This design comes from an exercise in tuning for small area, a short achievable clock period and few clock cycles per item on the open sky130 flow, not from production work.
In this exercise RTL edits were held to simulation tests only and were not proved equivalent to the original.

==> flow/design.v <==
module sha256_core (
    input  wire         clk,
    input  wire         rst,
    input  wire         start,
    input  wire [255:0] state_in,
    input  wire [511:0] block_in,
    output wire         ready,
    output reg          done,
    output wire [255:0] state_out
);
    localparam integer NR = 2;             
    localparam integer NC = 64 / NR;       
    localparam integer CW = NC > 32 ? 6 : NC > 16 ? 5 : NC > 8 ? 4 : NC > 4 ? 3 : 2;
    localparam [2047:0] K = {
        32'h428a2f98, 32'h71374491, 32'hb5c0fbcf, 32'he9b5dba5,
        32'h3956c25b, 32'h59f111f1, 32'h923f82a4, 32'hab1c5ed5,
        32'hd807aa98, 32'h12835b01, 32'h243185be, 32'h550c7dc3,
        32'h72be5d74, 32'h80deb1fe, 32'h9bdc06a7, 32'hc19bf174,
        32'he49b69c1, 32'hefbe4786, 32'h0fc19dc6, 32'h240ca1cc,
        32'h2de92c6f, 32'h4a7484aa, 32'h5cb0a9dc, 32'h76f988da,
        32'h983e5152, 32'ha831c66d, 32'hb00327c8, 32'hbf597fc7,
        32'hc6e00bf3, 32'hd5a79147, 32'h06ca6351, 32'h14292967,
        32'h27b70a85, 32'h2e1b2138, 32'h4d2c6dfc, 32'h53380d13,
        32'h650a7354, 32'h766a0abb, 32'h81c2c92e, 32'h92722c85,
        32'ha2bfe8a1, 32'ha81a664b, 32'hc24b8b70, 32'hc76c51a3,
        32'hd192e819, 32'hd6990624, 32'hf40e3585, 32'h106aa070,
        32'h19a4c116, 32'h1e376c08, 32'h2748774c, 32'h34b0bcb5,
        32'h391c0cb3, 32'h4ed8aa4a, 32'h5b9cca4f, 32'h682e6ff3,
        32'h748f82ee, 32'h78a5636f, 32'h84c87814, 32'h8cc70208,
        32'h90befffa, 32'ha4506ceb, 32'hbef9a3f7, 32'hc67178f2
    };
    function [31:0] bsig0(input [31:0] x);
        bsig0 = {x[1:0], x[31:2]} ^ {x[12:0], x[31:13]} ^ {x[21:0], x[31:22]};
    endfunction
    function [31:0] bsig1(input [31:0] x);
        bsig1 = {x[5:0], x[31:6]} ^ {x[10:0], x[31:11]} ^ {x[24:0], x[31:25]};
    endfunction
    function [31:0] ssig0(input [31:0] x);
        ssig0 = {x[6:0], x[31:7]} ^ {x[17:0], x[31:18]} ^ {3'b000, x[31:3]};
    endfunction
    function [31:0] ssig1(input [31:0] x);
        ssig1 = {x[16:0], x[31:17]} ^ {x[18:0], x[31:19]} ^ {10'b0, x[31:10]};
    endfunction
    function [63:0] csa(input [31:0] x, input [31:0] y, input [31:0] z);
        csa = {x ^ y ^ z, ((x & y) | (x & z) | (y & z)) << 1};
    endfunction
    function [31:0] add_bk(input [31:0] x, input [31:0] y);
        reg [31:0] g, p;
        integer l, j;
        begin
            g = x & y;
            p = x ^ y;
            for (l = 0; l < 5; l = l + 1)
                for (j = 0; j < 32; j = j + 1)
                    if (((j + 1) % (2 << l)) == 0) begin
                        g[j] = g[j] | (p[j] & g[j - (1 << l)]);
                        p[j] = p[j] & p[j - (1 << l)];
                    end
            for (l = 3; l >= 0; l = l - 1)
                for (j = 0; j < 32; j = j + 1)
                    if (((j + 1) % (2 << l)) == (1 << l) && j >= (2 << l)) begin
                        g[j] = g[j] | (p[j] & g[j - (1 << l)]);
                        p[j] = p[j] & p[j - (1 << l)];
                    end
            add_bk = (x ^ y) ^ {g[30:0], 1'b0};
        end
    endfunction
    reg          busy;      
    reg          rdy;       
    reg [CW-1:0] cnt;       
    wire         last = (cnt == NC - 1);
    wire         acc  = start & ~busy;
    reg  [63:0]  kr;        
    reg  [255:0] wst;       
    reg  [255:0] hs;        
    reg  [511:0] wwin;      
    assign ready     = rdy;
    assign state_out = hs;
    wire [32*(NR+4)-1:0] av;      
    wire [32*(NR+4)-1:0] ev;      
    assign av[127:0] = wst[255:128];
    assign ev[127:0] = wst[127:0];
    genvar i;
    generate
        for (i = 0; i < NR; i = i + 1) begin : g_round
            wire [31:0] ra = av[32*(i+4) - 1 -: 32];
            wire [31:0] rb = av[32*(i+3) - 1 -: 32];
            wire [31:0] rc = av[32*(i+2) - 1 -: 32];
            wire [31:0] rd = av[32*(i+1) - 1 -: 32];
            wire [31:0] re = ev[32*(i+4) - 1 -: 32];
            wire [31:0] rf = ev[32*(i+3) - 1 -: 32];
            wire [31:0] rg = ev[32*(i+2) - 1 -: 32];
            wire [31:0] rh = ev[32*(i+1) - 1 -: 32];
            wire [31:0] kt = kr[63 - 32*i -: 32];
            wire [31:0] wt = wwin[511 - 32*i -: 32];
            wire [31:0] ha = (i == NR - 1 && last) ? hs[255:224] : 32'd0;
            wire [31:0] he = (i == NR - 1 && last) ? hs[127:96]  : 32'd0;
            wire [31:0] s1 = bsig1(re);
            wire [31:0] ch = (re & rf) ^ (~re & rg);
            wire [31:0] s0 = bsig0(ra);
            wire [31:0] mj = (ra & rb) ^ (ra & rc) ^ (rb & rc);
            wire [63:0] p0 = csa(rh, kt, wt);
            wire [63:0] pe = csa(p0[63:32], p0[31:0], rd);
            wire [63:0] pa, pe2;
            if (i == 0) begin : g_first
                wire [63:0] x1 = csa(s1, ch, s0);
                wire [63:0] x2 = csa(p0[63:32], p0[31:0], mj);
                wire [63:0] x3 = csa(x1[63:32], x1[31:0], x2[63:32]);
                wire [63:0] x4 = csa(x3[63:32], x3[31:0], x2[31:0]);
                wire [63:0] y1 = csa(s1, ch, rd);
                wire [63:0] y2 = csa(p0[63:32], p0[31:0], y1[63:32]);
                wire [63:0] y3 = csa(y2[63:32], y2[31:0], y1[31:0]);
                if (NR == 1) begin : g_ff
                    wire [63:0] x5 = csa(x4[63:32], x4[31:0], ha);
                    wire [63:0] y4 = csa(y3[63:32], y3[31:0], he);
                    assign pa = x5;
                    assign pe2 = y4;
                end else begin : g_noff
                    assign pa = x4;
                    assign pe2 = y3;
                end
            end else begin : g_next
                wire [63:0] ea = csa(p0[63:32], p0[31:0], ha);
                wire [63:0] ee = csa(pe[63:32], pe[31:0], he);
                wire [63:0] x1 = csa(s1, ch, s0);
                wire [63:0] x2 = csa(ea[63:32], ea[31:0], mj);
                wire [63:0] x3 = csa(x1[63:32], x1[31:0], x2[63:32]);
                wire [63:0] x4 = csa(x3[63:32], x3[31:0], x2[31:0]);
                wire [63:0] y1 = csa(ee[63:32], ee[31:0], s1);
                wire [63:0] y2 = csa(y1[63:32], y1[31:0], ch);
                assign pa = x4;
                assign pe2 = y2;
            end
            assign av[32*(i+5) - 1 -: 32] = pa[63:32] + pa[31:0];
            assign ev[32*(i+5) - 1 -: 32] = pe2[63:32] + pe2[31:0];
        end
    endgenerate
    wire [255:0] nxt = {av[32*(NR+4)-1 -: 128], ev[32*(NR+4)-1 -: 128]};
    wire [32*NR-1:0] wnew;        
    wire [512+32*NR-1:0] wall = {wwin, wnew};
    generate
        for (i = 0; i < NR; i = i + 1) begin : g_sched
            localparam integer TOP = 512 + 32*NR - 1;
            wire [31:0] w_m16 = wall[TOP - 32*i        -: 32];
            wire [31:0] w_m15 = wall[TOP - 32*(i + 1)  -: 32];
            wire [31:0] w_m7  = wall[TOP - 32*(i + 9)  -: 32];
            wire [31:0] w_m2  = wall[TOP - 32*(i + 14) -: 32];
            wire [63:0] q1 = csa(ssig1(w_m2), w_m7, ssig0(w_m15));
            wire [63:0] q2 = csa(q1[63:32], q1[31:0], w_m16);
            assign wnew[32*NR - 1 - 32*i -: 32] = add_bk(q2[63:32], q2[31:0]);
        end
    endgenerate
    always @(posedge clk) begin
        if (rst) begin
            busy <= 1'b0;
            rdy  <= 1'b1;
            done <= 1'b0;
        end else begin
            done <= busy & last;
            if (acc) begin
                busy <= 1'b1;
                rdy  <= 1'b0;
            end else if (last) begin
                busy <= 1'b0;
                rdy  <= 1'b1;
            end
        end
    end
    wire [CW-1:0] cnt_n = busy ? cnt + 1'b1 : {CW{1'b0}};
    always @(posedge clk) begin
        cnt <= cnt_n;
        kr  <= K[2047 - 64*cnt_n -: 64];
    end
    always @(posedge clk) begin
        if (!busy) begin
            wst  <= state_in;
            wwin <= block_in;
        end else begin
            wst  <= nxt;
            wwin <= wall[512+32*NR-1 - 32*NR -: 512];
        end
    end
    wire [255:0] ffa = last ? nxt : 256'd0;
    always @(posedge clk) begin
        if (!busy)
            hs <= state_in;
        else begin
            hs[255:224] <= last ? nxt[255:224] : hs[255:224];
            hs[223:192] <= add_bk(hs[223:192], ffa[223:192]);
            hs[191:160] <= add_bk(hs[191:160], ffa[191:160]);
            hs[159:128] <= add_bk(hs[159:128], ffa[159:128]);
            hs[127:96]  <= last ? nxt[127:96] : hs[127:96];
            hs[95:64]   <= add_bk(hs[95:64], ffa[95:64]);
            hs[63:32]   <= add_bk(hs[63:32], ffa[63:32]);
            hs[31:0]    <= add_bk(hs[31:0], ffa[31:0]);
        end
    end
endmodule
Settings: LEC_CHECK=0, CAP_MARGIN=20, CORE_MARGIN=2, CORE_UTILIZATION=40, SLEW_MARGIN=20; clock period 34.0 ns.
standard.sh (not shown) runs the stock make flow with config.mk's settings and CLKGATE_MAP_FILE= SYNTH_SCRIPT=/design/flow/synth_recipe.tcl, a recipe that flattens the netlist after the stock synthesis.
==> flow/flow/run.sh <==
#!/bin/bash
# The standard ORFS layout, with two changes to how it is made:
#  - the port buffers are the smallest buffer instead of the resizer's pick
#    (every port still gets its own buffer);
#  - timing repair aims for a larger setup slack than zero, so that the
#    achieved period gets shorter.  The clock and the SDC are the standard flow's.
set -euo pipefail
MARGIN=$(cat flow/margin.txt)
bash standard.sh "BUFFER_PORTS_ARGS=-buffer_cell sky130_fd_sc_hd__buf_1" \
    "SETUP_SLACK_MARGIN=$MARGIN" finish > standard.log 2>&1
==> flow/flow/margin.txt <==
25
The starting point finished clean.
Testbench counts at the start, summed over its fixed seeds: cycles 79,208, items 2,400.
Edit:
--- a/flow/design.v
+++ b/flow/design.v
@@ -45,27 +45,5 @@
         csa = {x ^ y ^ z, ((x & y) | (x & z) | (y & z)) << 1};
     endfunction
-    function [31:0] add_bk(input [31:0] x, input [31:0] y);
-        reg [31:0] g, p;
-        integer l, j;
-        begin
-            g = x & y;
-            p = x ^ y;
-            for (l = 0; l < 5; l = l + 1)
-                for (j = 0; j < 32; j = j + 1)
-                    if (((j + 1) % (2 << l)) == 0) begin
-                        g[j] = g[j] | (p[j] & g[j - (1 << l)]);
-                        p[j] = p[j] & p[j - (1 << l)];
-                    end
-            for (l = 3; l >= 0; l = l - 1)
-                for (j = 0; j < 32; j = j + 1)
-                    if (((j + 1) % (2 << l)) == (1 << l) && j >= (2 << l)) begin
-                        g[j] = g[j] | (p[j] & g[j - (1 << l)]);
-                        p[j] = p[j] & p[j - (1 << l)];
-                    end
-            add_bk = (x ^ y) ^ {g[30:0], 1'b0};
-        end
-    endfunction
     reg          busy;      
-    reg          rdy;       
     reg [CW-1:0] cnt;       
     wire         last = (cnt == NC - 1);
@@ -75,5 +53,5 @@
     reg  [255:0] hs;        
     reg  [511:0] wwin;      
-    assign ready     = rdy;
+    assign ready     = ~busy;
     assign state_out = hs;
     wire [32*(NR+4)-1:0] av;      
@@ -146,7 +124,5 @@
             wire [31:0] w_m7  = wall[TOP - 32*(i + 9)  -: 32];
             wire [31:0] w_m2  = wall[TOP - 32*(i + 14) -: 32];
-            wire [63:0] q1 = csa(ssig1(w_m2), w_m7, ssig0(w_m15));
-            wire [63:0] q2 = csa(q1[63:32], q1[31:0], w_m16);
-            assign wnew[32*NR - 1 - 32*i -: 32] = add_bk(q2[63:32], q2[31:0]);
+            assign wnew[32*NR - 1 - 32*i -: 32] = ssig1(w_m2) + w_m7 + ssig0(w_m15) + w_m16;
         end
     endgenerate
@@ -154,15 +130,11 @@
         if (rst) begin
             busy <= 1'b0;
-            rdy  <= 1'b1;
             done <= 1'b0;
         end else begin
             done <= busy & last;
-            if (acc) begin
+            if (acc)
                 busy <= 1'b1;
-                rdy  <= 1'b0;
-            end else if (last) begin
+            else if (last)
                 busy <= 1'b0;
-                rdy  <= 1'b1;
-            end
         end
     end
@@ -187,11 +159,11 @@
         else begin
             hs[255:224] <= last ? nxt[255:224] : hs[255:224];
-            hs[223:192] <= add_bk(hs[223:192], ffa[223:192]);
-            hs[191:160] <= add_bk(hs[191:160], ffa[191:160]);
-            hs[159:128] <= add_bk(hs[159:128], ffa[159:128]);
+            hs[223:192] <= hs[223:192] + ffa[223:192];
+            hs[191:160] <= hs[191:160] + ffa[191:160];
+            hs[159:128] <= hs[159:128] + ffa[159:128];
             hs[127:96]  <= last ? nxt[127:96] : hs[127:96];
-            hs[95:64]   <= add_bk(hs[95:64], ffa[95:64]);
-            hs[63:32]   <= add_bk(hs[63:32], ffa[63:32]);
-            hs[31:0]    <= add_bk(hs[31:0], ffa[31:0]);
+            hs[95:64]   <= hs[95:64] + ffa[95:64];
+            hs[63:32]   <= hs[63:32] + ffa[63:32];
+            hs[31:0]    <= hs[31:0]  + ffa[31:0];
         end
     end
=> Global-route usage came out higher by 0.85 points. Routed wire length came out higher by a few percent. Die area came out higher by a few percent. Worst hold slack is worse by 0.012 ns. Via count came out higher by a little under a tenth. Worst setup slack is better by 0.24 ns. Final cell count came out higher by a few percent. Maximum frequency came out higher by a few percent. First-iteration DRC count came out higher by about a fifth.
Testbench counts after the change, summed over its fixed seeds: cycles 79,208, items 2,400.

[what the ideal ports hide]
The results above use ideal ports. As a check the final layouts listed here were re-extracted and re-timed, cells and wires unchanged.
Step 1 sets driving cells, clkbuf_16 on the clock port and buf_2 on the other inputs (assumed; they add their load-dependent delay and slew).
Step 2, shift: input delay + t, output delay - t, t = (earliest + latest rising clock arrival at the registers) / 2. This alone moves slack from input paths to output paths.
a / b / c = no drivers / after step 1 / after step 2; a / b = the first two.
| run | shift t [ns] | slack for setup (ns) | latest minus earliest clock arrival (ns) | pins driven straight from the clock port |
|---|---|---|---|---|
| the first run | 0.909 | 23.900 / 23.900 / 23.900 | 0.051 / 0.051 | 1 |
| the second run | 0.926 | 24.141 / 24.141 / 24.141 | 0.058 / 0.058 | 1 |
After both steps setup and hold are still met in every run listed.
